This design comes from an exercise in tuning for small area, a short achievable clock period and few clock cycles on the open sky130 flow, not from production work. At most, simulation tests tie the RTL to the original design; equivalence was not proved.

==> inputs of run X <==
// modfront
module modfront (
    input  wire         clk,
    input  wire         rst,
    input  wire         start,
    input  wire [31:0]  v0,
    input  wire [31:0]  v1,
    input  wire [31:0]  v2,
    input  wire [31:0]  vdc,
    input  wire [31:0]  vdc_min,
    input  wire [23:0]  per,
    input  wire         inject,
    input  wire         three_level,
    output wire         ready,
    output reg          done,
    output reg  [167:0] code_o,
    output reg  [5:0]   zero_o,
    output reg          sat,
    output reg          vdc_low
);
make LEC_CHECK=0 CAP_MARGIN=20 CORE_MARGIN=2 CORE_UTILIZATION=45 SLEW_MARGIN=20 SYNTH_HIERARCHICAL=1 finish   # period 24.0 ns
run.sh (not shown) runs the stock make flow with config.mk's settings and CLKGATE_MAP_FILE= SYNTH_SCRIPT=/design/flow/synth_recipe.tcl, a recipe that flattens the netlist after the stock synthesis.
==> run Y: changes against run X <==
--- a/flow/design.v
+++ b/flow/design.v
@@ -341,16 +341,12 @@
     reg        r_pz;          
     reg [31:0] m [0:2];
     reg [31:0] opa, opb;      
     reg [31:0] d;             
     reg        d_x2;
     reg        d_neg;         
-    reg [27:0] b_code [0:1];
-    reg [1:0]  b_zero;
-    reg [1:0]  b_sat;
-    reg [1:0]  b_neg;
     assign ready = (state == S_IDLE);
     wire accept = (state == S_IDLE) && start;
     wire vdc_lt, vdc_eq, vdc_un;
     fp_cmp u_cmp_vdc (.a(vdc), .b(vdc_min), .lt(vdc_lt), .eq(vdc_eq), .un(vdc_un));
     wire vdc_ok = !vdc_lt && !vdc_eq && !vdc_un;
     reg [4:0] per_lz;
@@ -483,37 +479,34 @@
                     end
                 end
                 S_ADD: begin
                     d     <= (r_three && !m_neg) ? opb : add_y;
                     d_x2  <= r_three;
                     d_neg <= m_neg;
-                    opb   <= m[cnt[1:0] + 2'd1];
-                    if (cnt != 3'd0) begin
-                        b_code[cnt[0] ^ 1'b1] <= code_val;
-                        b_zero[cnt[0] ^ 1'b1] <= d_zero;
-                        b_sat[cnt[0] ^ 1'b1]  <= code_sat;
-                        b_neg[cnt[0] ^ 1'b1]  <= d_neg;
-                    end
+                    if (cnt != 3'd2)
+                        opb <= m[cnt[1:0] + 2'd1];
+                    if (cnt != 3'd0)
+                        m[cnt[1:0] - 2'd1] <= {code_val, d_zero, code_sat, d_neg, 1'b0};
                     if (cnt == 3'd2) begin
                         state <= S_MUL;
                     end
                     cnt <= cnt + 3'd1;
                 end
                 S_MUL: begin
                     if (!r_three) begin
-                        code_o[0 +: 28]  <= b_code[0];
-                        code_o[28 +: 28] <= b_code[1];
+                        code_o[0 +: 28]  <= m[0][31:4];
+                        code_o[28 +: 28] <= m[1][31:4];
                         code_o[56 +: 28] <= code_val;
-                        zero_o[2:0]      <= {d_zero, b_zero};
-                        sat              <= code_sat | (|b_sat);
+                        zero_o[2:0]      <= {d_zero, m[1][3], m[0][3]};
+                        sat              <= code_sat | m[1][2] | m[0][2];
                     end else begin
                         for (j = 0; j < 2; j = j + 1) begin
-                            code_o[56*j +: 28]      <= b_neg[j] ? 28'd0 : b_code[j];
-                            code_o[56*j + 28 +: 28] <= b_neg[j] ? b_code[j] : C_FULL;
-                            zero_o[2*j]             <= b_neg[j] ? 1'b1 : b_zero[j];
-                            zero_o[2*j + 1]         <= b_neg[j] ? b_zero[j] : 1'b0;
+                            code_o[56*j +: 28]      <= m[j][1] ? 28'd0 : m[j][31:4];
+                            code_o[56*j + 28 +: 28] <= m[j][1] ? m[j][31:4] : C_FULL;
+                            zero_o[2*j]             <= m[j][1] ? 1'b1 : m[j][3];
+                            zero_o[2*j + 1]         <= m[j][1] ? m[j][3] : 1'b0;
                         end
                         code_o[112 +: 28] <= d_neg ? 28'd0 : code_val;
                         code_o[140 +: 28] <= d_neg ? code_val : C_FULL;
                         zero_o[4]         <= d_neg ? 1'b1 : d_zero;
                         zero_o[5]         <= d_neg ? d_zero : 1'b0;
                         sat               <= 1'b1;
==> flow/flow/run.sh (new file) <==
#!/bin/bash
# The standard layout (standard.sh: the standard flow's synthesis and ORFS steps, unchanged
# clock period and constraints), with timing repair aiming at a larger setup
# slack, so that repair_timing also shortens paths that already meet the clock.
set -euo pipefail
export SETUP_SLACK_MARGIN=14
bash standard.sh > flow_standard.log 2>&1
==> flow/standard.sh (new file) <==
#!/bin/bash
# synth_recipe.tcl (not shown) runs the flow's synth.tcl, then flattens the netlist and writes it again
# the make line also repeats each setting of config.mk as NAME=value (left out here)
make -C /OpenROAD-flow-scripts/flow DESIGN_CONFIG=/design/flow/config.mk WORK_HOME=/design/flow/orfs CLKGATE_MAP_FILE= SYNTH_SCRIPT=/design/flow/synth_recipe.tcl "${@:-finish}"
removed: flow/run.sh
==> run C: changes against run X <==
==> flow/flow/run.sh (new file) <==
#!/bin/bash
# The standard layout (standard.sh: the standard flow's synthesis and ORFS steps, unchanged
# clock period and constraints), with timing repair aiming at a larger setup
# slack, so that repair_timing also shortens paths that already meet the clock.
set -euo pipefail
export SETUP_SLACK_MARGIN=11
bash standard.sh > flow_standard.log 2>&1
==> flow/standard.sh (new file) <==
#!/bin/bash
# synth_recipe.tcl (not shown) runs the flow's synth.tcl, then flattens the netlist and writes it again
# the make line also repeats each setting of config.mk as NAME=value (left out here)
make -C /OpenROAD-flow-scripts/flow DESIGN_CONFIG=/design/flow/config.mk WORK_HOME=/design/flow/orfs CLKGATE_MAP_FILE= SYNTH_SCRIPT=/design/flow/synth_recipe.tcl "${@:-finish}"
removed: flow/run.sh
==> flow_metrics.env <==
export IMPL_outcome="complete, no violations"
export IMPL_clock_skew_ns=0.0682
export IMPL_seq_cell_share_pct=15.9
export IMPL_cts_num_sinks=712
export IMPL_floorplan_rows=185
export IMPL_ff_latch_area_mm2=0.0196
export IMPL_floorplan_die_area_mm2=0.259
export IMPL_critical_path_top_cell_by_count="sky130_fd_sc_hd__ha_1"
export IMPL_rr_startpoint="opa[23]"
export IMPL_number_of_ordinary_inverters_in_the_final_layout=1174
export IMPL_die_w_um=509
export IMPL_number_of_global_route_vias_before_repair=104000
(the above is from run X)
==> flow_metrics.env <==
export IMPL_critical_path_top_cell_by_count="sky130_fd_sc_hd__buf_12"
export IMPL_cts_num_sinks=650
export IMPL_seq_cell_share_pct=12.0
export IMPL_ff_latch_area_mm2=0.0177
export IMPL_floorplan_rows=183
export IMPL_rr_startpoint="r_dfrac[1]"
export IMPL_outcome="complete, no violations"
export IMPL_die_w_um=505
export IMPL_number_of_ordinary_inverters_in_the_final_layout=1207
(the above is from run Y)
==> flow_metrics.env <==
export IMPL_critical_path_top_cell_by_count="sky130_fd_sc_hd__ha_1"
export IMPL_seq_cell_share_pct=15.5
export IMPL_outcome="complete, no violations"
export IMPL_total_number_of_yosys_warnings=21
export IMPL_floorplan_die_area_mm2=0.259
export IMPL_ff_latch_area_mm2=0.0196
export IMPL_die_w_um=509
export IMPL_rr_startpoint="r_dfrac[12]"
export IMPL_number_of_global_route_vias_before_repair=105000
export IMPL_number_of_ordinary_inverters_in_the_final_layout=1176
(the above is from run C)
Testbench counts of run X, summed over its fixed seeds: cycles 21,785.
Testbench counts of run C, summed over its fixed seeds: cycles 21,785.
Only the layout flow was run in run Y; the RTL was not checked for function there.

==> separate check: timing with driven ports <==
Ports are ideal in the flow. The routed layouts listed here were re-timed in OpenROAD. Step 1, drivers: a clkbuf_16 drives clk and a buf_2 each remaining input, both assumed. Step 2 adds t to the input delays and takes it off the output delays; t is the mean of the earliest and latest rising clock arrival at the registers after step 1. Input paths then give back, and output paths get back, about the clock's delay inside the block. Slacks: ideal ports / drivers / drivers and shift; pairs: ideal ports / drivers.
| run | shift t [ns] | setup slack, ns | worst setup path after step 2 | clock arrival spread, ns | worst data-port slew with drivers (ns) |
|---|---|---|---|---|---|
| run X | 0.820 | 7.866 / 7.866 / 7.866 | register to register | 0.074 / 0.074 | 0.23 |
| run Y | 0.856 | 12.763 / 12.831 / 11.976 | input to register | 0.088 / 0.087 | 0.15 |
| run C | 0.822 | 11.112 / 11.184 / 10.363 | input to register | 0.073 / 0.073 | 0.22 |
After both steps setup and hold are still met in every run listed. For run Y, which loses most, drivers alone change the setup slack by +0.068 ns; drivers and shift together by -0.787 ns.
